This is an optimization exercise on Yosys and OpenROAD, whose aim is small area and a short achievable clock period, not a production implementation.
Only simulation tests tie the RTL to the original design; equivalence was not proved.

==> inputs of v28 <==
Design cwu_codec, start of the top module:
module cwu_codec (
    input  wire        clk,
    input  wire        rst,
    input  wire        enc_valid,
    input  wire [63:0] enc_data,
    input  wire [35:0] enc_h,
    input  wire [2:0]  enc_word,
    input  wire        enc_poison,
    output reg         enc_out_valid,
    output reg  [23:0] enc_check,
    input  wire        dec_valid,
    input  wire [63:0] dec_data,
    input  wire [23:0] dec_check,
    input  wire [35:0] dec_h,
    input  wire [2:0]  dec_word,
    input  wire        dec_erase_en,
    input  wire [3:0]  dec_erase_dev,
    output reg         dec_out_valid,
    output reg  [63:0] dec_out_data,
    output reg  [2:0]  dec_outcome,
    output reg  [3:0]  dec_position,
    output reg  [23:0] dec_synd
);
==> flow/config.mk <==
export PLATFORM = sky130hd
export DESIGN_NAME = cwu_codec
export DESIGN_NICKNAME = cwu_codec
export VERILOG_FILES = /design/flow/design.v
export SDC_FILE = /design/flow/constraint.sdc
export NUM_CORES = 4
export LEC_CHECK = 0
export CAP_MARGIN = 20
export CORE_MARGIN = 2
export CORE_UTILIZATION = 50
export GPL_ROUTABILITY_DRIVEN = 1
export SLEW_MARGIN = 20
==> flow/constraint.sdc <==
create_clock -name core_clock -period 28.0 [get_ports {clk}]
set_input_delay 5.6000 -clock core_clock [delete_from_list [all_inputs] [get_ports {clk}]]
set_output_delay 5.6000 -clock core_clock [all_outputs]
set_load 0.01 [all_outputs]
standard.sh (not shown) runs the stock make flow with config.mk's settings and CLKGATE_MAP_FILE= SYNTH_SCRIPT=/design/flow/synth_recipe.tcl, a recipe that flattens the netlist after the stock synthesis.
==> flow/flow/run.sh <==
#!/bin/bash
# Own flow: the standard layout (standard.sh) with two changes:
#  - ABC maps the logic with flow/abc.script (an area-oriented mapping
#    followed by ABC's buffering and sizing) instead of ORFS's
#    abc_speed/abc_area script; the synthesis passes before and after ABC
#    are standard.sh's own (synth_recipe.tcl);
#  - the port buffers that global placement inserts on every input and
#    output are sky130_fd_sc_hd__buf_2 cells.
# Each tool's output is in orfs/logs/ (per step) and make_flow.log.
set -euo pipefail
W=$(pwd)
cp flow/abc.script "$W/abc_custom.script"
cat > "$W/custom_synth.tcl" <<EOT
proc abc {args} {
  set i [lsearch -exact \$args -script]
  if {\$i >= 0} { lset args [expr {\$i + 1}] $W/abc_custom.script }
  puts "custom abc script: $W/abc_custom.script"
  yosys abc {*}\$args
}
source $W/synth_recipe.tcl
EOT
sed -e "s#SYNTH_SCRIPT=[^ ]*#SYNTH_SCRIPT=$W/custom_synth.tcl 'BUFFER_PORTS_ARGS=-buffer_cell sky130_fd_sc_hd__buf_2' SETUP_SLACK_MARGIN=20#" standard.sh > "$W/custom_standard.sh"
grep -q "SYNTH_SCRIPT=$W/custom_synth.tcl" "$W/custom_standard.sh"
bash "$W/custom_standard.sh" > "$W/make_flow.log" 2>&1
==> flow/flow/abc.script <==
strash
ifraig
scorr
dc2
dch -f
&get -n
&st
&dch
&nf -R 1000
&put
buffer -c
topo
stime -c
upsize -c
dnsize -c
==> inputs of v13, as changes to v28 <==
--- a/flow/flow/run.sh
+++ b/flow/flow/run.sh
@@ -20,5 +20,5 @@
 source $W/synth_recipe.tcl
 EOT
-sed -e "s#SYNTH_SCRIPT=[^ ]*#SYNTH_SCRIPT=$W/custom_synth.tcl 'BUFFER_PORTS_ARGS=-buffer_cell sky130_fd_sc_hd__buf_2' SETUP_SLACK_MARGIN=20#" standard.sh > "$W/custom_standard.sh"
+sed -e "s#SYNTH_SCRIPT=[^ ]*#SYNTH_SCRIPT=$W/custom_synth.tcl 'BUFFER_PORTS_ARGS=-buffer_cell sky130_fd_sc_hd__buf_2' SETUP_SLACK_MARGIN=22#" standard.sh > "$W/custom_standard.sh"
 grep -q "SYNTH_SCRIPT=$W/custom_synth.tcl" "$W/custom_standard.sh"
 bash "$W/custom_standard.sh" > "$W/make_flow.log" 2>&1
==> inputs of v14, as changes to v28 <==
==> flow/flow/run.sh (replaced) <==
#!/bin/bash
# Own flow: the standard layout (standard.sh) with these changes:
#  - ABC maps the logic with flow/abc.script (an area-oriented mapping)
#    instead of ORFS's abc_speed/abc_area script; the synthesis passes
#    before and after ABC are standard.sh's own (synth_recipe.tcl);
#  - repair_timing aims for SETUP_SLACK_MARGIN=20.5 ns of setup slack;
#  - the port buffers that global placement inserts on every input and
#    output are sky130_fd_sc_hd__buf_1 cells.
# Each tool's output is in orfs/logs/ (per step) and make_flow.log.
set -euo pipefail
W=$(pwd)
cp flow/abc.script "$W/abc_custom.script"
cat > "$W/custom_synth.tcl" <<EOT
proc abc {args} {
  set i [lsearch -exact \$args -script]
  if {\$i >= 0} { lset args [expr {\$i + 1}] $W/abc_custom.script }
  puts "custom abc script: $W/abc_custom.script"
  yosys abc {*}\$args
}
source $W/synth_recipe.tcl
EOT
sed -e "s#SYNTH_SCRIPT=[^ ]*#SYNTH_SCRIPT=$W/custom_synth.tcl 'BUFFER_PORTS_ARGS=-buffer_cell sky130_fd_sc_hd__buf_1' SETUP_SLACK_MARGIN=20.5#" standard.sh > "$W/custom_standard.sh"
grep -q "SYNTH_SCRIPT=$W/custom_synth.tcl" "$W/custom_standard.sh"
bash "$W/custom_standard.sh" > "$W/make_flow.log" 2>&1
==> flow/flow/abc.script (replaced) <==
strash
ifraig
scorr
dc2
dch -f
&get -n
&st
&dch
&nf -R 1000
&put
topo
==> inputs of v18, as changes to v28 <==
--- a/flow/flow/run.sh
+++ b/flow/flow/run.sh
@@ -5,6 +5,7 @@
 #    abc_speed/abc_area script; the synthesis passes before and after ABC
 #    are standard.sh's own (synth_recipe.tcl);
+#  - repair_timing aims for SETUP_SLACK_MARGIN=20.5 ns of setup slack;
 #  - the port buffers that global placement inserts on every input and
-#    output are sky130_fd_sc_hd__buf_2 cells.
+#    output are sky130_fd_sc_hd__buf_1 cells.
 # Each tool's output is in orfs/logs/ (per step) and make_flow.log.
 set -euo pipefail
@@ -20,5 +21,5 @@
 source $W/synth_recipe.tcl
 EOT
-sed -e "s#SYNTH_SCRIPT=[^ ]*#SYNTH_SCRIPT=$W/custom_synth.tcl 'BUFFER_PORTS_ARGS=-buffer_cell sky130_fd_sc_hd__buf_2' SETUP_SLACK_MARGIN=20#" standard.sh > "$W/custom_standard.sh"
+sed -e "s#SYNTH_SCRIPT=[^ ]*#SYNTH_SCRIPT=$W/custom_synth.tcl 'BUFFER_PORTS_ARGS=-buffer_cell sky130_fd_sc_hd__buf_1' SETUP_SLACK_MARGIN=20.5#" standard.sh > "$W/custom_standard.sh"
 grep -q "SYNTH_SCRIPT=$W/custom_synth.tcl" "$W/custom_standard.sh"
 bash "$W/custom_standard.sh" > "$W/make_flow.log" 2>&1
==> flow/flow/abc.script (replaced) <==
strash
ifraig
scorr
dc2
dch -f
&get -n
&st
&dch
&nf -R 1000
&put
topo
CTS_CLUSTER_DIAMETER = 100   (was unset)
CTS_CLUSTER_SIZE = 30   (was unset)
==> metrics.cfg <==
[outcome]
status = timing/DRC/antenna clean

[global_routing]
grt-ovfl-total = 0
grtUsageMet3_pct = 6.720
globalRouteMet1Util_pct = 50.68
grt_pass1_wl_microns = 128500

[worst_setup_path]
critPathMaxStageDelay_ps = 790
cp-startpoint = r_s0[0]$_DFF_P_

[final_layout]
signal_buffers = 416

[worst_hold_path]
worstHoldStart = r_s1[1]$_DFF_P_

[sta]
tightest_slew_ps = 997.5

[cts]
clkLatencyLatePin_ps = 560

[logic_synthesis]
synth_cell_types = 69

[placed_design]
dp.cells = 3178

The numbers above come from v28.

==> metrics.cfg <==
[outcome]
status = timing/DRC/antenna clean

[sta]
tightest_slew_ps = 1046

[global_routing]
grt_pass1_wl_microns = 126500
globalRouteMet1Util_pct = 51.55

[worst_hold_path]
worstHoldStart = r_s2[5]$_DFF_P_

[worst_setup_path]
critPathMaxStageDelay_ps = 590
cp-startpoint = dec_h[19]

[logic_synthesis]
synth_cell_types = 46

[placed_design]
dp.cells = 3176

The numbers above come from v18.

==> metrics.cfg <==
[logic_synthesis]
synth_cell_types = 46

[sta]
tightest_slew_ps = 1040

[outcome]
status = timing/DRC/antenna clean

[placed_design]
dp.cells = 3176

[cts]
clkLatencyLatePin_ps = 570

[worst_hold_path]
worstHoldStart = r_s2[5]$_DFF_P_

[final_layout]
signal_buffers = 438

[worst_setup_path]
critPathMaxStageDelay_ps = 420

[global_routing]
grt_pass1_wl_microns = 126900
grtUsageMet3_pct = 7.474
globalRouteMet1Util_pct = 51.41
grt-ovfl-total = 0

The numbers above come from v14.

==> metrics.cfg <==
[outcome]
status = did not finish
haltStage = 5_1_grt
firstError = [ERROR GRT-0232] Routing congestion too high. Check the congestion heatmap in the GUI.

[logic_synthesis]
synth_cell_types = 69
synthCells = 2338
synthSimpleGateAreaFrac_pct = 7.786

[placed_design]
gp_congestion = 1.037

[die]
ios = 361

[global_routing]
grtUsageMet3_pct = 65.46
globalRouteMet1Util_pct = 79.43
grt-ovfl-total = 34
grt_max_degree = 41

The numbers above come from v13.


==> job 2828: inputs <==
cwu_codec again, from the RTL that the note above started with.
export LEC_CHECK = 0
export CAP_MARGIN = 20
export CORE_MARGIN = 2
export CORE_UTILIZATION = 50
export GPL_ROUTABILITY_DRIVEN = 1
export SLEW_MARGIN = 20
create_clock -name core_clock -period 28.0 [get_ports {clk}]
==> flow/flow/run.sh <==
#!/bin/bash
# Own flow: the standard layout (standard.sh) with two changes:
#  - ABC maps the logic with flow/abc.script (an area-oriented mapping
#    followed by ABC's buffering and sizing) instead of ORFS's
#    abc_speed/abc_area script; the synthesis passes before and after ABC
#    are standard.sh's own (synth_recipe.tcl);
#  - repair_timing aims for SETUP_SLACK_MARGIN=20.5 ns of setup slack;
#  - the port buffers that global placement inserts on every input and
#    output are sky130_fd_sc_hd__buf_1 cells.
# Each tool's output is in orfs/logs/ (per step) and make_flow.log.
set -euo pipefail
W=$(pwd)
cp flow/abc.script "$W/abc_custom.script"
cat > "$W/custom_synth.tcl" <<EOT
proc abc {args} {
  set i [lsearch -exact \$args -script]
  if {\$i >= 0} { lset args [expr {\$i + 1}] $W/abc_custom.script }
  puts "custom abc script: $W/abc_custom.script"
  yosys abc {*}\$args
}
source $W/synth_recipe.tcl
EOT
sed -e "s#SYNTH_SCRIPT=[^ ]*#SYNTH_SCRIPT=$W/custom_synth.tcl 'BUFFER_PORTS_ARGS=-buffer_cell sky130_fd_sc_hd__buf_1' SETUP_SLACK_MARGIN=20.5#" standard.sh > "$W/custom_standard.sh"
grep -q "SYNTH_SCRIPT=$W/custom_synth.tcl" "$W/custom_standard.sh"
bash "$W/custom_standard.sh" > "$W/make_flow.log" 2>&1
==> flow/flow/abc.script <==
strash
ifraig
scorr
dc2
dch -f
&get -n
&st
&dch
&nf -R 1000 -E 10
&put
buffer -c
topo
stime -c
upsize -c
dnsize -c
==> job 1637 (differences from job 2828) <==
--- a/flow/flow/run.sh
+++ b/flow/flow/run.sh
@@ -6,5 +6,4 @@
 #    are standard.sh's own (synth_recipe.tcl);
-#  - repair_timing aims for SETUP_SLACK_MARGIN=20.5 ns of setup slack;
 #  - the port buffers that global placement inserts on every input and
-#    output are sky130_fd_sc_hd__buf_1 cells.
+#    output are sky130_fd_sc_hd__buf_2 cells.
 # Each tool's output is in orfs/logs/ (per step) and make_flow.log.
@@ -22,3 +21,3 @@
 EOT
-sed -e "s#SYNTH_SCRIPT=[^ ]*#SYNTH_SCRIPT=$W/custom_synth.tcl 'BUFFER_PORTS_ARGS=-buffer_cell sky130_fd_sc_hd__buf_1' SETUP_SLACK_MARGIN=20.5#" standard.sh > "$W/custom_standard.sh"
+sed -e "s#SYNTH_SCRIPT=[^ ]*#SYNTH_SCRIPT=$W/custom_synth.tcl 'BUFFER_PORTS_ARGS=-buffer_cell sky130_fd_sc_hd__buf_2'#" standard.sh > "$W/custom_standard.sh"
 grep -q "SYNTH_SCRIPT=$W/custom_synth.tcl" "$W/custom_standard.sh"
==> flow/flow/abc.script (replaced) <==
strash
ifraig
scorr
dc2
dch -f
&get -n
&st
&dch
&nf -R 1000
&put
buffer -c
topo
stime -c
upsize -c
dnsize -c
==> run summary <==
Between job 1637 and job 2828, the lower routed wire length is in job 1637 (gap about 1.2%, measured against job 2828). In job 1637 the utilization is lower than in job 2828, by 1.5 points. Sequential share of layout area: job 1637 is higher than job 2828 (0.30 points).

==> run G: inputs <==
Starting RTL as in the previous note.
==> flow/config.mk <==
export PLATFORM = sky130hd
export DESIGN_NAME = cwu_codec
export DESIGN_NICKNAME = cwu_codec
export VERILOG_FILES = /design/flow/design.v
export SDC_FILE = /design/flow/constraint.sdc
export NUM_CORES = 4
export LEC_CHECK = 0
export CAP_MARGIN = 20
export CORE_MARGIN = 2
export CORE_UTILIZATION = 50
export GPL_ROUTABILITY_DRIVEN = 1
export SLEW_MARGIN = 20
==> flow/constraint.sdc <==
create_clock -name core_clock -period 28.0 [get_ports {clk}]
set_input_delay 5.6000 -clock core_clock [delete_from_list [all_inputs] [get_ports {clk}]]
set_output_delay 5.6000 -clock core_clock [all_outputs]
set_load 0.01 [all_outputs]
==> flow/flow/run.sh <==
#!/bin/bash
# Own flow: the standard layout (standard.sh) with two changes:
#  - ABC maps the logic with flow/abc.script (an area-oriented mapping
#    followed by ABC's buffering and sizing) instead of ORFS's
#    abc_speed/abc_area script; the synthesis passes before and after ABC
#    are standard.sh's own (synth_recipe.tcl);
#  - repair_timing aims for SETUP_SLACK_MARGIN=20.2 ns of setup slack;
#  - the port buffers that global placement inserts on every input and
#    output are sky130_fd_sc_hd__buf_1 cells.
# Each tool's output is in orfs/logs/ (per step) and make_flow.log.
set -euo pipefail
W=$(pwd)
cp flow/abc.script "$W/abc_custom.script"
cat > "$W/custom_synth.tcl" <<EOT
proc abc {args} {
  set i [lsearch -exact \$args -script]
  if {\$i >= 0} { lset args [expr {\$i + 1}] $W/abc_custom.script }
  puts "custom abc script: $W/abc_custom.script"
  yosys abc {*}\$args
}
source $W/synth_recipe.tcl
EOT
sed -e "s#SYNTH_SCRIPT=[^ ]*#SYNTH_SCRIPT=$W/custom_synth.tcl 'BUFFER_PORTS_ARGS=-buffer_cell sky130_fd_sc_hd__buf_1' SETUP_SLACK_MARGIN=20.2#" standard.sh > "$W/custom_standard.sh"
grep -q "SYNTH_SCRIPT=$W/custom_synth.tcl" "$W/custom_standard.sh"
bash "$W/custom_standard.sh" > "$W/make_flow.log" 2>&1
==> flow/flow/abc.script <==
strash
ifraig
scorr
dc2
dch -f
&get -n
&st
&dch
&nf -R 1000
&put
topo
==> run E: changes against run G <==
--- a/flow/flow/run.sh
+++ b/flow/flow/run.sh
@@ -1,3 +1,3 @@
 #!/bin/bash
-# Own flow: the standard layout (standard.sh) with two changes:
+# Own flow: the standard layout (standard.sh) with these changes:
 #  - ABC maps the logic with flow/abc.script (an area-oriented mapping
@@ -6,3 +6,3 @@
 #    are standard.sh's own (synth_recipe.tcl);
-#  - repair_timing aims for SETUP_SLACK_MARGIN=20.2 ns of setup slack;
+#  - repair_timing aims for SETUP_SLACK_MARGIN=20.5 ns of setup slack;
 #  - the port buffers that global placement inserts on every input and
@@ -22,3 +22,3 @@
 EOT
-sed -e "s#SYNTH_SCRIPT=[^ ]*#SYNTH_SCRIPT=$W/custom_synth.tcl 'BUFFER_PORTS_ARGS=-buffer_cell sky130_fd_sc_hd__buf_1' SETUP_SLACK_MARGIN=20.2#" standard.sh > "$W/custom_standard.sh"
+sed -e "s#SYNTH_SCRIPT=[^ ]*#SYNTH_SCRIPT=$W/custom_synth.tcl 'BUFFER_PORTS_ARGS=-buffer_cell sky130_fd_sc_hd__buf_1' SETUP_SLACK_MARGIN=20.5#" standard.sh > "$W/custom_standard.sh"
 grep -q "SYNTH_SCRIPT=$W/custom_synth.tcl" "$W/custom_standard.sh"
==> flow/flow/abc.script (replaced) <==
strash
ifraig
scorr
dc2
dch -f
&get -n
&st
&dch
&nf -R 1000
&put
buffer -c
topo
stime -c
upsize -c
dnsize -c
==> run A: changes against run G <==
==> flow/flow/run.sh (replaced) <==
#!/bin/bash
# Own flow: the standard layout (standard.sh) with these changes:
#  - ABC maps the logic with flow/abc.script (an area-oriented mapping)
#    instead of ORFS's abc_speed/abc_area script; the synthesis passes
#    before and after ABC are standard.sh's own (synth_recipe.tcl);
#  - repair_timing aims for SETUP_SLACK_MARGIN=20.5 ns of setup slack;
#  - the port buffers that global placement inserts on every input and
#    output are sky130_fd_sc_hd__buf_1 cells.
# Each tool's output is in orfs/logs/ (per step) and make_flow.log.
set -euo pipefail
W=$(pwd)
cp flow/abc.script "$W/abc_custom.script"
cat > "$W/custom_synth.tcl" <<EOT
proc abc {args} {
  set i [lsearch -exact \$args -script]
  if {\$i >= 0} { lset args [expr {\$i + 1}] $W/abc_custom.script }
  puts "custom abc script: $W/abc_custom.script"
  yosys abc {*}\$args
}
source $W/synth_recipe.tcl
EOT
sed -e "s#SYNTH_SCRIPT=[^ ]*#SYNTH_SCRIPT=$W/custom_synth.tcl 'BUFFER_PORTS_ARGS=-buffer_cell sky130_fd_sc_hd__buf_1' SETUP_SLACK_MARGIN=20.5#" standard.sh > "$W/custom_standard.sh"
grep -q "SYNTH_SCRIPT=$W/custom_synth.tcl" "$W/custom_standard.sh"
bash "$W/custom_standard.sh" > "$W/make_flow.log" 2>&1
Settings changed: CTS_CLUSTER_DIAMETER from default to 100, CTS_CLUSTER_SIZE from default to 30.
==> notes <==
Against run E, the area after synthesis of run G is smaller by 4.5%. Against run G, the clock skew of run E is higher by 18 ps. Die area is the same in run G and run A. The highest cell count belongs to run E, the lowest to run A. In run G the worst setup slack is lower than in run A, by 280 ps. Against run E, the global-route usage of run G is higher by 1.2 points. The lowest design area belongs to run A, the highest to run E.

[port drivers added, routing unchanged]
The results above use ideal ports. As a check the final layouts listed here were re-extracted and re-timed, cells and wires unchanged. Step 1: set_driving_cell puts a clkbuf_16 on clk and a buf_2 on each other input, an assumption about the parent block. Step 2, shift: input delay + t, output delay - t, t = (earliest + latest rising clock arrival at the registers) / 2. This alone moves slack from input paths to output paths. Slacks: ideal ports / drivers / drivers and shift; pairs: ideal ports / drivers.
run | t (ns) | setup slack, ns | slew at the worst register clock pin (ns) | worst data-port slew with drivers (ns)
v28 | 0.617 | 20.161 / 20.161 / 19.820 | 0.07 / 0.07 | 0.05
v14 | 0.623 | 20.544 / 20.575 / 19.951 | 0.08 / 0.08 | 0.05
v18 | 0.574 | 20.531 / 20.569 / 19.995 | 0.11 / 0.11 | 0.05
job 2828 | 0.599 | 20.504 / 20.533 / 19.934 | 0.07 / 0.07 | 0.06
job 1637 | 0.617 | 18.775 / 18.775 / 18.775 | 0.07 / 0.07 | 0.05
run G | 0.619 | 20.254 / 20.280 / 19.661 | 0.07 / 0.07 | 0.09
run E | 0.620 | 20.518 / 20.549 / 19.929 | 0.08 / 0.08 | 0.06
run A | 0.574 | 20.531 / 20.569 / 19.995 | 0.11 / 0.11 | 0.05
After both steps setup and hold are still met in every run listed.
